This design comes from an exercise in tuning for small area on the open sky130 flow, not from production work.
Power figures rest on the tool's default switching activity, not on a simulated workload.

// sdm_bank
module sdm_bank #(
    parameter NCH = 4
) (
    input  wire              clk,
    input  wire              rst,
    input  wire              sdm_stb,
    input  wire [NCH-1:0]    sdm_dat,
    input  wire              cfg_we,
    input  wire [1:0]        cfg_ch,
    input  wire [1:0]        cfg_addr,
    input  wire [31:0]       cfg_wdata,
    output wire [NCH-1:0]    dat_valid,
    output wire [32*NCH-1:0] dat_word,
    output wire [NCH-1:0]    cmp_valid,
    output wire [16*NCH-1:0] cmp_value,
    output wire [NCH-1:0]    cmp_above,
    output wire [NCH-1:0]    cmp_below,
    output wire [NCH-1:0]    ovr,
    output wire [NCH-1:0]    active
);
Size in the first run: about 7700 cells after synthesis, roughly 1700 flip-flops, about 260 I/O pins, about 71000 µm² of cells after synthesis.
make LEC_CHECK=0 ABC_AREA=1 CAP_MARGIN=20 CORE_MARGIN=2 CORE_UTILIZATION=55 CTS_BUF_LIST=sky130_fd_sc_hd__clkbuf_8 CTS_CLUSTER_SIZE=30 PLACE_DENSITY=0.7 SLEW_MARGIN=20 finish   # period 12.0 ns
run.sh (not shown) runs the stock make flow with config.mk's settings and CLKGATE_MAP_FILE= SYNTH_SCRIPT=/design/flow/synth_recipe.tcl, a recipe that flattens the netlist after the stock synthesis.
The baseline produced a clean layout.
Edit:
--- a/flow/config.mk
+++ b/flow/config.mk
@@ -12,2 +12,2 @@
-export CTS_BUF_LIST = sky130_fd_sc_hd__clkbuf_8
-export CTS_CLUSTER_SIZE = 30
+export CTS_BUF_LIST = sky130_fd_sc_hd__clkbuf_2 sky130_fd_sc_hd__clkbuf_4 sky130_fd_sc_hd__clkbuf_8
+export CTS_CLUSTER_SIZE = 10
What happened: The changed run completed without violations; fmax hardly moves; area after synthesis stays the same; power climbs by 1.2%; sequential power hardly moves; final cell count hardly moves; global-route usage barely changes.
Edit:
--- a/flow/config.mk
+++ b/flow/config.mk
@@ -12,2 +12 @@
-export CTS_BUF_LIST = sky130_fd_sc_hd__clkbuf_2 sky130_fd_sc_hd__clkbuf_4 sky130_fd_sc_hd__clkbuf_8
-export CTS_CLUSTER_SIZE = 10
+export CTS_BUF_LIST = sky130_fd_sc_hd__clkbuf_4
Routed wire length hardly moves.
Synthesized area is unchanged.
Final area goes down by 0.84%.
Non-clock buffer count stays the same.
Cell count rose by 2.6%.
Combinational power barely changes.
Sequential cell count stays the same.
Maximum frequency stays flat.
No run of this note included a check of the RTL's function; only the layout flow was run.

========
sdm_bank, a different RTL version from the one above (not shown whole).
For scale: ~7,700 cells after synthesis, about 1,600 flip-flops, roughly 260 I/O pins, ~70,000 sq um of cells after synthesis.
export LEC_CHECK = 0
export ABC_AREA = 1
export CAP_MARGIN = 20
export CORE_MARGIN = 2
export CORE_UTILIZATION = 55
export CTS_BUF_LIST = sky130_fd_sc_hd__clkbuf_4
export PLACE_DENSITY = 0.7
export SLEW_MARGIN = 20
create_clock -name core_clock -period 12.0 [get_ports {clk}]
standard.sh (not shown) runs the stock make flow with config.mk's settings and CLKGATE_MAP_FILE= SYNTH_SCRIPT=/design/flow/synth_recipe.tcl, a recipe that flattens the netlist after the stock synthesis.
==> flow/flow/run.sh <==
#!/bin/bash
# Standard layout, with the smallest buffer on the ports and clock tree
# synthesis with larger sink clusters and no dummy loads.
set -euo pipefail
export BUFFER_PORTS_ARGS="-buffer_cell sky130_fd_sc_hd__buf_1"
export CTS_ARGS="-sink_clustering_enable -repair_clock_nets -dont_use_dummy_load -buf_list sky130_fd_sc_hd__clkbuf_16 -sink_clustering_size 20 -sink_clustering_max_diameter 80"
bash standard.sh > standard.log 2>&1
Rerun with:
==> flow/flow/run.sh (replaced) <==
#!/bin/bash
# Standard layout, with the smallest buffer on the ports and clock tree
# synthesis with larger sink clusters and no dummy loads.
set -euo pipefail
export BUFFER_PORTS_ARGS="-buffer_cell sky130_fd_sc_hd__buf_1"
export CTS_ARGS="-sink_clustering_enable -repair_clock_nets -dont_use_dummy_load -buf_list sky130_fd_sc_hd__clkbuf_8 -sink_clustering_size 14 -sink_clustering_max_diameter 60"
bash standard.sh > standard.log 2>&1
After rerunning:
- The new run produced a clean layout
- via count grows by 0.51%
- clock power shrinks by 11%
- total power shrinks by 2.0%
- sequential share of layout area grows by 0.27 points
- global-route usage grows by 0.17 points
- clock skew grows by 0.017 ns
Rerun with:
Settings changed: CORE_UTILIZATION 55 to 70, CTS_BUF_LIST sky130_fd_sc_hd__clkbuf_4 to not set, PLACE_DENSITY 0.7 to 0.8.
Effect: The new run completed with no timing, DRC or antenna violations. Wire length hardly moves. Non-clock buffer count shrinks by 5. Setup slack gets better by 0.071 ns. Clock-buffer cell count shrinks by 3. Hold slack gets better by 0.029 ns. Power stays flat. Synthesized area does not change. Combinational power is about the same. Register-to-register slack gets better by 0.07 ns. Global-route usage grows by 6.4 points.
Function was not checked in any run of this note: the RTL went through the layout flow alone.

[re-timing with driven ports]
The flow's constraints put no driver on any port. The routed layouts listed below were extracted and timed again, unchanged, in two steps.
Step 1, drivers: a clkbuf_16 drives clk and a buf_2 each remaining input, both assumed.
Step 2 times the ports against the registers' clock, not the clock port: input delays grow and output delays shrink by t, the midpoint of the rising clock arrivals with the driver on.
a / b / c = ideal ports / drivers / drivers and shift; a / b = the first two.
| run | t (ns) | setup slack, ns | worst hold slack (ns) |
|---|---|---|---|
| the first run of note 1 | 1.010 | 1.609 / 1.609 / 1.609 | 0.252 / 0.252 / 0.252 |
| the second run of note 1 | 1.014 | 1.615 / 1.615 / 1.615 | 0.253 / 0.253 / 0.253 |
| the third run of note 1 | 1.310 | 1.640 / 1.640 / 1.640 | 0.250 / 0.250 / 0.250 |
| the first run of note 2 | 0.742 | 1.791 / 1.791 / 1.791 | 0.278 / 0.278 / 0.278 |
| the second run of note 2 | 0.910 | 1.771 / 1.771 / 1.771 | 0.275 / 0.275 / 0.275 |
| the third run of note 2 | 0.877 | 1.842 / 1.842 / 1.842 | 0.304 / 0.304 / 0.304 |
After both steps every run listed still meets setup and hold.
